Source: an optimization exercise on an open RTL-to-GDS flow (aim: small area). Production flows keep margins and buffers that such runs may drop.
Only simulation tests tie the RTL to the original design; equivalence was not proved.
Power and IR drop assume default switching activity.

**flow/config.mk**
```make
export PLATFORM = sky130hd
export DESIGN_NAME = slrx
export DESIGN_NICKNAME = slrx
export VERILOG_FILES = /design/flow/design.v
export SDC_FILE = /design/flow/constraint.sdc
export NUM_CORES = 4
export LEC_CHECK = 0
export CAP_MARGIN = 20
export CORE_MARGIN = 2
export CORE_UTILIZATION = 40
export SLEW_MARGIN = 20
```
**flow/constraint.sdc**
```tcl
create_clock -name core_clock -period 25.0 [get_ports {clk}]
set_input_delay 5.0000 -clock core_clock [delete_from_list [all_inputs] [get_ports {clk}]]
set_output_delay 5.0000 -clock core_clock [all_outputs]
set_load 0.01 [all_outputs]
```
**flow/design.v**
```verilog
module slrx (
    input             clk,
    input             rst,           
    input             in_valid,      
    input      [9:0]  in_cg,
    output reg        sync,          
    output reg        cell_valid,    
    output            cell_link,     
    output     [63:0] cell_hdr,      
    output     [71:0] cell_payload,  
    output reg [31:0] cv_cnt,        
    output reg [31:0] crc_cnt,       
    output reg [31:0] stomp_cnt,     
    output reg [31:0] rx_cells,      
    output reg [15:0] abort_cnt,     
    output reg [15:0] loss_cnt       
);
    reg rd;                      
    wire [5:0] c6 = in_cg[9:4];
    wire [3:0] c4 = in_cg[3:0];
    wire [2:0] n6 = c6[0] + c6[1] + c6[2] + c6[3] + c6[4] + c6[5];
    wire [2:0] n4 = c4[0] + c4[1] + c4[2] + c4[3];
    wire v6n = (n6 == 3'd4 && c6 != 6'b001111 && c6 != 6'b111100) ||
               (n6 == 3'd3 && c6 != 6'b000111);
    wire v6p = (n6 == 3'd2 && c6 != 6'b110000 && c6 != 6'b000011) ||
               (n6 == 3'd3 && c6 != 6'b111000);
    wire rd6 = (n6 > 3'd3) ? 1'b1 : (n6 < 3'd3) ? 1'b0 :
               (c6 == 6'b000111) ? 1'b1 : (c6 == 6'b111000) ? 1'b0 : rd;
    wire rd_next = (n4 > 3'd2) ? 1'b1 : (n4 < 3'd2) ? 1'b0 :
                   (c4 == 4'b0011) ? 1'b1 : (c4 == 4'b1100) ? 1'b0 : rd6;
    reg [4:0] dx;
    always @* begin
        case (c6)
            6'b000101: dx = 5'd23;
            6'b000110: dx = 5'd8;
            6'b000111: dx = 5'd7;
            6'b001001: dx = 5'd27;
            6'b001010: dx = 5'd4;
            6'b001011: dx = 5'd20;
            6'b001100: dx = 5'd24;
            6'b001101: dx = 5'd12;
            6'b001110: dx = 5'd28;
            6'b010001: dx = 5'd29;
            6'b010010: dx = 5'd2;
            6'b010011: dx = 5'd18;
            6'b010100: dx = 5'd31;
            6'b010101: dx = 5'd10;
            6'b010110: dx = 5'd26;
            6'b010111: dx = 5'd15;
            6'b011000: dx = 5'd0;
            6'b011001: dx = 5'd6;
            6'b011010: dx = 5'd22;
            6'b011011: dx = 5'd16;
            6'b011100: dx = 5'd14;
            6'b011101: dx = 5'd1;
            6'b011110: dx = 5'd30;
            6'b100001: dx = 5'd30;
            6'b100010: dx = 5'd1;
            6'b100011: dx = 5'd17;
            6'b100100: dx = 5'd16;
            6'b100101: dx = 5'd9;
            6'b100110: dx = 5'd25;
            6'b100111: dx = 5'd0;
            6'b101000: dx = 5'd15;
            6'b101001: dx = 5'd5;
            6'b101010: dx = 5'd21;
            6'b101011: dx = 5'd31;
            6'b101100: dx = 5'd13;
            6'b101101: dx = 5'd2;
            6'b101110: dx = 5'd29;
            6'b110001: dx = 5'd3;
            6'b110010: dx = 5'd19;
            6'b110011: dx = 5'd24;
            6'b110100: dx = 5'd11;
            6'b110101: dx = 5'd4;
            6'b110110: dx = 5'd27;
            6'b111000: dx = 5'd7;
            6'b111001: dx = 5'd8;
            6'b111010: dx = 5'd23;
            default:   dx = 5'd0;
        endcase
    end
    reg [2:0] dy;
    reg       v4;
    wire a7n = (dx == 5'd17 || dx == 5'd18 || dx == 5'd20);
    wire a7p = (dx == 5'd11 || dx == 5'd13 || dx == 5'd14);
    always @* begin
        case (c4)
            4'b1011: begin dy = 3'd0; v4 = !rd6;       end
            4'b0100: begin dy = 3'd0; v4 =  rd6;       end
            4'b1001: begin dy = 3'd1; v4 = 1'b1;       end
            4'b0101: begin dy = 3'd2; v4 = 1'b1;       end
            4'b1100: begin dy = 3'd3; v4 = !rd6;       end
            4'b0011: begin dy = 3'd3; v4 =  rd6;       end
            4'b1101: begin dy = 3'd4; v4 = !rd6;       end
            4'b0010: begin dy = 3'd4; v4 =  rd6;       end
            4'b1010: begin dy = 3'd5; v4 = 1'b1;       end
            4'b0110: begin dy = 3'd6; v4 = 1'b1;       end
            4'b1110: begin dy = 3'd7; v4 = !rd6 && !a7n; end
            4'b0111: begin dy = 3'd7; v4 = !rd6 &&  a7n; end
            4'b0001: begin dy = 3'd7; v4 =  rd6 && !a7p; end
            4'b1000: begin dy = 3'd7; v4 =  rd6 &&  a7p; end
            default: begin dy = 3'd7; v4 = 1'b0;       end
        endcase
    end
    wire [7:0] dec_byte = {dy, dx};
    wire is_data  = (rd ? v6p : v6n) && v4;
    wire is_comma = in_cg == (rd ? 10'b110000_0101 : 10'b001111_1010);
    wire is_sdc   = in_cg == (rd ? 10'b001001_0111 : 10'b110110_1000);
    wire is_sdl   = in_cg == (rd ? 10'b010001_0111 : 10'b101110_1000);
    wire is_abort = in_cg == (rd ? 10'b100001_0111 : 10'b011110_1000);
    wire is_start = is_sdc || is_sdl;
    wire is_cv    = !(is_data || is_comma || is_start || is_abort);
    reg        armed;            
    reg [5:0]  gcnt;             
    reg [4:0]  age1, age2, age3;   
    function [4:0] age_inc(input [4:0] a);
        age_inc = (a == 5'd31) ? 5'd31 : a + 5'd1;
    endfunction
    wire lose_sync = (is_cv && age3 != 5'd31) || (!is_comma && gcnt == 6'd63);
    reg        in_cell;
    reg [4:0]  pos;              
    reg        cur_link;
    reg [135:0] cbuf;            
    reg [15:0] crc;
    function [15:0] crc16_byte(input [15:0] c, input [7:0] d);
        reg [15:0] r;
        integer k;
        begin
            r = c ^ {d, 8'h00};
            for (k = 0; k < 8; k = k + 1)
                r = r[15] ? ((r << 1) ^ 16'h1021) : (r << 1);
            crc16_byte = r;
        end
    endfunction
    wire pos_body = !(pos[4:1] == 4'b1111);     
    wire pos_b18  = pos == 5'd30;
    wire pos_b19  = pos == 5'd31;
    wire [15:0] chk   = {crc[15:8] ^ dec_byte, crc[7:0]};
    wire crc_good     = chk == 16'h0000;
    wire crc_stomp    = chk == 16'hFFFF;
    assign cell_hdr     = cbuf[63:0];
    assign cell_payload = cbuf[135:64];
    assign cell_link    = cur_link;
    wire frame   = in_valid && sync && !lose_sync;   
    wire judge   = frame && in_cell && is_data && pos_b19;
    always @(posedge clk) begin
        if (in_valid) begin
            if (is_start) begin
                pos      <= 5'd13;
                crc      <= 16'hFFFF;
                cur_link <= is_sdl;
            end else begin
                pos <= pos + 5'd1;
                if (pos_body)
                    crc <= crc16_byte(crc, dec_byte);
                else
                    crc[7:0] <= crc[7:0] ^ dec_byte;
            end
            if (pos_body)
                cbuf <= {dec_byte, cbuf[135:8]};
        end
    end
    always @(posedge clk) begin
        if (!sync || (in_valid && sync && (lose_sync || !is_data || pos_b19)))
            in_cell <= 1'b0;
        if (frame && is_start)
            in_cell <= 1'b1;
    end
    always @(posedge clk) begin
        if (!sync) begin
            age1 <= 5'd31;
            age2 <= 5'd31;
            age3 <= 5'd31;
        end else if (in_valid) begin
            if (is_cv) begin
                age1 <= 5'd0;
                age2 <= age_inc(age1);
                age3 <= age_inc(age2);
            end else begin
                age1 <= age_inc(age1);
                age2 <= age_inc(age2);
                age3 <= age_inc(age3);
            end
        end
    end
    always @(posedge clk) begin
        if (in_valid)
            gcnt <= (sync ? is_comma : (is_cv || !armed)) ? 6'd0 : gcnt + 6'd1;
    end
    always @(posedge clk) begin
        if (rst) begin
            sync       <= 1'b0;
            armed      <= 1'b0;
            rd         <= 1'b0;
            cell_valid <= 1'b0;
            cv_cnt     <= 32'd0;
            crc_cnt    <= 32'd0;
            stomp_cnt  <= 32'd0;
            rx_cells   <= 32'd0;
            abort_cnt  <= 16'd0;
            loss_cnt   <= 16'd0;
        end else begin
            cell_valid <= judge && crc_good && cbuf[15:12] < 4'hA;
            if (in_valid) begin
                rd <= rd_next;
                if (!sync) begin
                    if (is_cv)
                        armed <= 1'b0;
                    else if (armed) begin
                        if (gcnt == 6'd63) begin
                            sync  <= 1'b1;
                            armed <= 1'b0;
                        end
                    end else if (is_comma)
                        armed <= 1'b1;
                end else begin
                    if (is_cv)
                        cv_cnt <= cv_cnt + 32'd1;
                    if (lose_sync) begin
                        sync <= 1'b0;
                        if (loss_cnt != 16'hFFFF)
                            loss_cnt <= loss_cnt + 16'd1;
                    end
                end
            end
            if (frame && in_cell) begin
                if (is_start || is_comma || (judge && !crc_good && !crc_stomp))
                    crc_cnt <= crc_cnt + 32'd1;
                if (is_abort && abort_cnt != 16'hFFFF)
                    abort_cnt <= abort_cnt + 16'd1;
                if (judge && crc_good)
                    rx_cells <= rx_cells + 32'd1;
                if (judge && crc_stomp)
                    stomp_cnt <= stomp_cnt + 32'd1;
            end
        end
    end
endmodule
```
**flow/run.sh**
```bash
#!/bin/bash
# synth_recipe.tcl (not shown) runs the flow's synth.tcl, then flattens the netlist and writes it again
# the make line also repeats each setting of config.mk as NAME=value (left out here)
make -C /OpenROAD-flow-scripts/flow DESIGN_CONFIG=/design/flow/config.mk WORK_HOME=/design/flow/orfs CLKGATE_MAP_FILE= SYNTH_SCRIPT=/design/flow/synth_recipe.tcl finish
```
==> reports/metrics.sh, run 1 <==
ANTENNA_VIOLATIONS_BEFORE_REPAIR=0
SETUP_VIOL_COUNT_FINAL=0
FIRST_ITER_VIOLATIONS=878
MAX_SLEW.WORST_PIN.SLEW_PS=1060
DPL_WORST_SLACK_PS=13890
DATA_ARRIVAL_TIME_OF_THE_CRITICAL_PATH_PS=11020
N_ANTENNA_CELL=0
COMMONEST_CELLS_IN_THE_NETLIST='dfxtp_1 (180), edfxtp_1 (164), nand2_1 (126)'
DRC=0
CTSHTREEMAXLEVEL=2
DETAILEDPLACEMENTHPWL_UM=30700
TIMING.RR.END='rx_cells[12]'
R2R_SETUP_SLK_PS=20620
WORSTREGTOREGCELLS=10
SYNTH.MOST_COMMON_CELL='dfxtp_1'
POSTSYNTHAREAPERCELL_UM2=10.1
WL_PER_CELL_UM=17.7
FINAL.SETUP_SKEW_PS=21.8
FLOORPLAN.IO_PINS=312
GROUTE.LAYER.MET1.USAGE_PCT=26.7
MULTIINPUTGATEAREA_UM2=7030
DIE_H_UM=205
FINAL_NET_COUNT=1924
WORST_PATH_MAX_DELAY_CELL='nand3_1'
GP_ROUTABILITY_CONGESTION=0.829
VIA_PER_INST=5.42
SYNTH.TOP_CELL.AREA_SHARE_PCT=30.5
DIE_W_UM=205
FMAX_MHz=94.3
SYNTH_ENABLE_FLOP_CELLS=164
RR_STARTPOINT='rd'
ROWS=73
YS_SEQ_AREA_SHARE_PCT=52.9
TOTAL_POWER_mW=1.46
CP_SLOWEST_STAGE_DELAY_PS=760
PEAKVDDDROP_V=0.0000496
CTSLONGESTPATHBUFFERS=3
CAP_VIOLATIONS=0
RUN_STATUS='no timing/DRC/antenna violations'
CRIT_PATH_MAX_FANOUT=40
FINAL.HOLD.WORST_SLACK_PS=434
VIA_COUNT=13200
SYNTH_AREA_LEADER_CELL='edfxtp_1'
SLEW_VIOL_FINAL=0
FINAL.SETUP.TNS_PS=0
GRTUSAGEMET2_PCT=31.5
GRT_OVERALL_USAGE_PCT=19.8
GRT_BUSIEST_LAYER='met2'
SYNTH_NETS=1641
SYNTH.TOP_CELLS.BY_AREA='edfxtp_1 (31%), dfxtp_1 (22%), a21oi_1 (3.4%)'
ANT_NETS=0
HOLD_DEPTH=0
CLK_PIN_SLEW_PS=60
YOSYS_MOST_USED_DFF='dfxtp_1'
WHS_ENDPOINT='cbuf[77]'
CTS.REPAIR.RESIZED=0
DIE-AREA_UM2=42000
SINK_COUNT=344
AREA.SEQUENTIAL_UM2=8530
FINAL_CELL_COUNT_NO_FILL=2438
GRT_PASS1_VIAS=11800
AREA.GROWTH.SYNTH_TO_FINAL_PCT=29.6
TRITONCTS.NUM_BUFFERS=39
FINAL_UTIL_PCT=52.6
YOSYS_WARNINGS=1
HP-CLASS='reg -> reg'
SYNTH_SEQ_CELLS=344
ASYNC_FLOP_SHARE_PCT=0
TIMING.HOLD.WORST.START='cbuf[85]'
CRIT_REQUIRED_PS=25420
GRT_FIRST_PASS_WIRELENGTH_UM=66000
GRTUSAGEMET3_PCT=4.52
CRITICALPATHCATEGORY='in -> reg'
DRT_PASS1_ITERATIONS=6
P_LEAK_nW=7.23
FIN_CRIT_PERIOD_PS=10600
POST-PLACE-CELLS=2367
STDCELL_AREA_UM2=20900
FINALHOLDVIOLCOUNT=0
N_FILL_CELL=3580
WORST_SETUP_PATH_END_KIND='flop'
LAYOUT_SETUP_WS_PS=14400
POSTPLACECELLAREA_UM2=19600
GRT_OVERFLOW_TOTAL=0
POST-CTS-SETUP-BUFFER-COUNT=0
CTS_TREE='done'
CLKLATENCYLATEPIN_PS=550
FINAL_ROUTED_WIRELENGTH_ACROSS_ALL_METAL_LAYERS_UM=43100
POST_ROUTE_CELLS_DRIVE_ABOVE_1_SHARE_PCT=6.33
GRT_SETUP_UNREPAIRED='no'
MAPPEDNETLISTAREA_UM2=16100
CRITPATHLAUNCHTYPE='input pin'
CRITICAL_PATH.CELL_CHAIN='clkdlybuf4s50_1, fa_1, inv_1, fa_1, inv_1, ha_1, inv_1, fa_1, nor2b_1, nor2b_1, a21oi_1, o221ai_1, o2111a_1, o211a_1, o221ai_4, buf_4, nand3_1, or3_1, mux2_1'
MAXSLEWHEADROOM_PCT=29.3
CLOCK_TREE.ROOT_CELL='clkbuf_16'
PORT-BUFFER-COUNT=311
CORE_REGION_AREA_UM2=39700
MAXIMUM_NUMBER_OF_PINS_ON_ONE_NET_BEFORE_GLOBAL_ROUTE_REPAIR=96
POST_SYNTH_NUM_CELL_TYPES=88
SYN-INSTANCE-COUNT=1600
HOLDBUFCOUNTCTS=0
MIN_PERIOD_OVER_PERIOD_PCT=42.4
POWER.DENSITY_CELL_AREA_nW_PER_UM2=69.7
STARTING_DENSITY_OF_THE_CORE_PCT=40.6
-- cell families (layout without fill, tap and decap cells) --
group	Yosys count	in the layout	synth area share, %
fa+ha+maj	29	29	2.42
simple gates	633	633	21.3
buf+inv	144	457	3.66
flops	344	344	52.9
xor+xnor	86	86	4.67
compound gates	339	339	13.4
mux	25	25	1.71
-- worst max-delay path by stage --
stage	startpoint	to	slack (ps)	depth (start not counted)
final	in_cg[5]	rx_cells[12]	14400	19
after detailed placement	in_cg[5]	rx_cells[12]	13890	19
after floorplan	in_valid	crc[10]	15750	3
after global placement	in_cg[5]	rx_cells[12]	14010	19
after CTS	in_cg[5]	rx_cells[12]	14480	19
after global routing	in_cg[5]	rx_cells[12]	14030	19
-- placed cells by master, fill, tap and decap left out, drive strengths merged, types with 7 or more instances in the layout --
master	synthesis	layout
a21o	7	7
nor4	13	13
or2	20	20
buf	27	14
inv	63	68
mux2i	14	14
and3	46	46
clkinv	0	10
a21oi	112	112
o21a	11	11
mux2	10	10
o211a	7	7
a31oi	7	7
o31ai	20	20
or4	27	27
clkdlybuf4s50	0	309
dfxtp	180	180
and4	7	7
edfxtp	164	164
ha	24	24
clkbuf	54	51
o21ai	93	93
a211oi	14	14
nor2b	26	26
nand2	126	126
nand3	65	65
nor2	111	111
nand2b	11	11
xor2	31	31
nor3	19	19
nand4	42	42
xnor2	55	55
or3	77	77
and2	21	21
-- sequential cells by signal (all words and copies together) (netlist names) --
| signal | count |
|---|---|
| sync | 1 |
| abort_cnt | 16 |
| cell_valid | 1 |
| age1 | 5 |
| crc | 16 |
| rx_cells | 32 |
| cbuf | 136 |
| rd | 1 |
| in_cell | 1 |
| stomp_cnt | 32 |
| loss_cnt | 16 |
| cv_cnt | 32 |
| age3 | 5 |
| crc_cnt | 32 |
| cur_link | 1 |
| armed | 1 |
| gcnt | 6 |
| pos | 5 |
| age2 | 5 |
-- routing by layer --
layer	vias to the layer above	wire length, um
met5	-	0
met3	55	2790
met2	369	20000
li1	6445	-
met4	0	1160
met1	6338	19100
-- cell type report --
type	instances	area share (%)
Clock inverter	20	0.910
Multi-Input combinational cell	1112	33.6
Sequential cell	344	40.8
Tap cell	525	3.14
Clock buffer	51	5.08
Inverter	63	1.13
Timing Repair Buffer	323	15.3
-- power breakdown --
part	switching (mW)	internal, mW
Clock	0.230	0.332
Combinational	0.127	0.103
Sequential	0.0249	0.640
-- worst max-delay path: cells and delay by family --
| kind | cells | cell delay, ps |
|---|---|---|
| compound gates | 5 | 1160 |
| fa+ha+maj | 4 | 1670 |
| buf+inv | 5 | 1230 |
| mux | 1 | 320 |
| simple gates | 4 | 1600 |
==> run 2, diff against run 1 <==
--- a/flow/config.mk
+++ b/flow/config.mk
@@ -8,4 +8,5 @@
 export CAP_MARGIN = 20
 export CORE_MARGIN = 2
-export CORE_UTILIZATION = 40
+export CORE_UTILIZATION = 60
+export CTS_BUF_LIST = sky130_fd_sc_hd__clkbuf_4 sky130_fd_sc_hd__clkbuf_2
 export SLEW_MARGIN = 20
==> run 2 against run 1 <==
Against the previous run: synthesized cell count stayed put; critical path depth stayed put; worst setup slack better by 75 ps; first-iteration DRC count is 18% higher; clock skew is 37 ps higher; largest cell class unchanged; largest power group unchanged; highest routed layer unchanged.
==> reports/metrics.sh, run 2 <==
WORST_SETUP_PATH_END_KIND='flop'
FINAL_NET_COUNT=1975  # +2.7%
SYNTH.TOP_CELL.AREA_SHARE_PCT=30.5  # unchanged
CRIT_REQUIRED_PS=25600  # +180 ps
CLK_PIN_SLEW_PS=60  # about the same
GRT_FIRST_PASS_WIRELENGTH_UM=64300  # -2.6%
MOSTFREQUENTLAYOUTCELLS='clkdlybuf4s50_1 (309), dfxtp_1 (180), edfxtp_1 (164)'
CLKLATENCYLATEPIN_PS=760  # +210 ps
FMAX_MHz=95.0  # +0.72%
GRT_SETUP_UNREPAIRED='no'
SYNTH.MOST_COMMON_CELL='dfxtp_1'
FINAL.HOLD.WORST_SLACK_PS=396  # -37.5 ps
POSTSYNTHAREAPERCELL_UM2=10.1  # unchanged
SYNTH.TOP_CELLS.BY_AREA='edfxtp_1 (31%), dfxtp_1 (22%), a21oi_1 (3.4%)'
CTSLONGESTPATHBUFFERS=3  # unchanged
POST_SYNTH_NUM_CELL_TYPES=88  # unchanged
ANT_NETS=0  # unchanged
YOSYS_MOST_USED_DFF='dfxtp_1'
POWER.DENSITY_CELL_AREA_nW_PER_UM2=68.0  # -2.5%
TRITONCTS.NUM_BUFFERS=90  # +130%
CTS.REPAIR.RESIZED=0  # unchanged
SETUP_VIOL_COUNT_FINAL=0  # unchanged
FINAL_CELL_COUNT_NO_FILL=2346  # -3.8%
FINAL_ROUTED_WIRELENGTH_ACROSS_ALL_METAL_LAYERS_UM=41500  # -3.7%
POST_ROUTE_CELLS_DRIVE_ABOVE_1_SHARE_PCT=10.7  # +4.4 points
MAXIMUM_NUMBER_OF_PINS_ON_ONE_NET_BEFORE_GLOBAL_ROUTE_REPAIR=83  # -14%
SYN-INSTANCE-COUNT=1600  # unchanged
CRIT_PATH_MAX_FANOUT=40  # unchanged
FLOORPLAN.IO_PINS=312  # unchanged
DIE_H_UM=168  # -18%
POST-PLACE-CELLS=2183  # -7.8%
SYNTH_AREA_LEADER_CELL='edfxtp_1'
CRITICALPATHCATEGORY='in -> reg'
CRITPATHLAUNCHTYPE='input pin'
PORT-BUFFER-COUNT=311  # unchanged
PEAKVDDDROP_V=0.0000455  # -8.3%
DATA_ARRIVAL_TIME_OF_THE_CRITICAL_PATH_PS=11120  # +100 ps
DIE-AREA_UM2=28200  # -33%
DRT_PASS1_ITERATIONS=7  # +1
GRT_OVERFLOW_TOTAL=0  # unchanged
YOSYS_WARNINGS=1  # unchanged
FINAL.SETUP.TNS_PS=0  # unchanged
MIN_PERIOD_OVER_PERIOD_PCT=42.1  # -0.30 points
HOLDBUFCOUNTCTS=0  # unchanged
STARTING_DENSITY_OF_THE_CORE_PCT=60.5  # +20 points
FINAL.SETUP_SKEW_PS=58.5  # +36.7 ps
TOP_REG_BY_FLOPS='cbuf'
P_LEAK_nW=7.34  # +1.5%
ASYNC_FLOP_SHARE_PCT=0  # unchanged
MAPPEDNETLISTAREA_UM2=16100  # unchanged
CAP_VIOLATIONS=0  # unchanged
GP_ROUTABILITY_CONGESTION=0.884  # +6.6%
LARGEST_REGISTER_FF_COUNT=136  # unchanged
VIA_PER_INST=5.85  # +8.0%
DIE_W_UM=168  # -18%
MAXSLEWHEADROOM_PCT=36.4  # +7.1 points
ROWS=60  # -18%
MAX_SLEW.WORST_PIN.SLEW_PS=954  # -107 ps
FINAL_UTIL_PCT=77.4  # +25 points
FINALHOLDVIOLCOUNT=0  # unchanged
COMMONEST_CELLS_IN_THE_NETLIST='dfxtp_1 (180), edfxtp_1 (164), nand2_1 (126)'
VIA_COUNT=13700  # +3.9%
DRC=0  # unchanged
GRT_OVERALL_USAGE_PCT=28.2  # +8.4 points
WL_PER_CELL_UM=17.7  # about the same
SYNTH_ENABLE_FLOP_CELLS=164  # unchanged
CTSHTREEMAXLEVEL=3  # +1
FIN_CRIT_PERIOD_PS=10530  # -75.5 ps
FINAL_COMMON_CELL='clkdlybuf4s50_1'
HP-CLASS='reg -> reg'
RUN_STATUS='no timing/DRC/antenna violations'
SINK_COUNT=344  # unchanged
SYNTH_NETS=1641  # unchanged
FIRST_ITER_VIOLATIONS=1035  # +18%
CLOCK_TREE.ROOT_CELL='clkbuf_4'
CORE_REGION_AREA_UM2=26700  # -33%
POST-CTS-SETUP-BUFFER-COUNT=0  # unchanged
SYNTH_SEQ_CELLS=344  # unchanged
AREA.GROWTH.SYNTH_TO_FINAL_PCT=27.8
CTS_TREE='done'
DETAILEDPLACEMENTHPWL_UM=28900  # -5.6%
SLEW_VIOL_FINAL=0  # unchanged
N_FILL_CELL=1887  # -47%
ANTENNA_VIOLATIONS_BEFORE_REPAIR=1  # +1
GRT_PASS1_VIAS=12600  # +7.0%
YS_SEQ_AREA_SHARE_PCT=52.9  # unchanged
-- run 2: path summary, 6_finish.rpt --
path,start,to,slack [ps],cells past startpoint
max reg2reg,rd,rx_cells[14],20570,10
max,in_cg[4],rx_cells[14],14470,19
min reg2reg,cbuf[113],cbuf[105],400,0
min,cbuf[113],cbuf[105],400,0
-- run 2: critical path, stage by stage --
cell and delay [ps]:
clkdlybuf4s50_1 610, fa_1 610, inv_1 50, fa_1 470, inv_1 40, ha_1 160, inv_1 60, fa_1 430
nor2b_1 170, nor2b_1 70, a21oi_1 520, o221ai_1 240, o2111a_1 200, o211a_1 170, o221ai_4 160, buf_4 420
nand3_1 760, or3_1 620, mux2_1 310
-- run 2: per-layer routing --
layer	up-vias	track usage [%]	wire length (um)
li1	6596	-	-
met1	6601	36.1	17100
met2	432	47.5	20500
met3	92	5.64	2630
met4	0	11.0	1220
met5	-	0	0
-- run 2: per-stage QoR --
step           power, mW  area, um2  setup WS (ps)
2_1_floorplan      0.830      16100          15750
3_3_place_gp       0.898      19400          14050
3_5_place_dp       0.907      19400          13800
4_1_cts             1.41      20600          14590
5_1_grt             1.46      20600          14090
6_report            1.40      20600          14470
-- run 2: power by group --
group / leakage [nW] / internal (mW) / switching (mW)
combinational: 3.58 / 0.103 / 0.131
sequential: 3.05 / 0.640 / 0.0258
clock: 0.712 / 0.267 / 0.235
total: 7.34 / 1.01 / 0.392
-- run 2: kinds of logic after synthesis --
group           count (synthesis)  synth area share, %
buf+inv                       144                 3.66
xor+xnor                       86                 4.67
fa+ha+maj                      29                 2.42
compound gates                339                 13.4
simple gates                  633                 21.3
flops                         344                 52.9
mux                            25                 1.71
-- run 2: area by class of cell --
cell class                 instances  area [um2]  area share [%]
clock inverter                    22         141           0.686
multi-input combinational       1112        7040            34.1
clock buffer                     140        1050            5.10
inverter                          63         236            1.15
sequential                       344        8530            41.4
antenna                            1        2.50          0.0121
tap                              341         427            2.07
timing repair buffer             323        3200            15.5

re-timing with driven ports:
In the flow no input, the clock included, has a driving cell. The finished layouts below were timed again as built, in two steps.
Step 1 sets driving cells, clkbuf_16 on the clock port and buf_2 on the other inputs (assumed; they add their load-dependent delay and slew).
Step 2 moves the port delays by t, midway between the first and last clock arrival at a register: inputs arrive t later, outputs are due t later. That takes back most of the time a late clock gives input paths.
a / b / c = no drivers / after step 1 / after step 2; a / b = the first two.
run	t (ns)	slack for setup (ns)	worst setup path after step 2	clock arrival spread, ns
run 1	0.595	14.398 / 14.433 / 13.838	input to register	0.022 / 0.022
run 2	0.771	14.474 / 14.499 / 13.728	input to register	0.070 / 0.070
After both steps setup and hold are still met in every run listed. The setup slack of run 2, which loses most, moves by +0.025 ns with the drivers and by -0.746 ns with both steps.
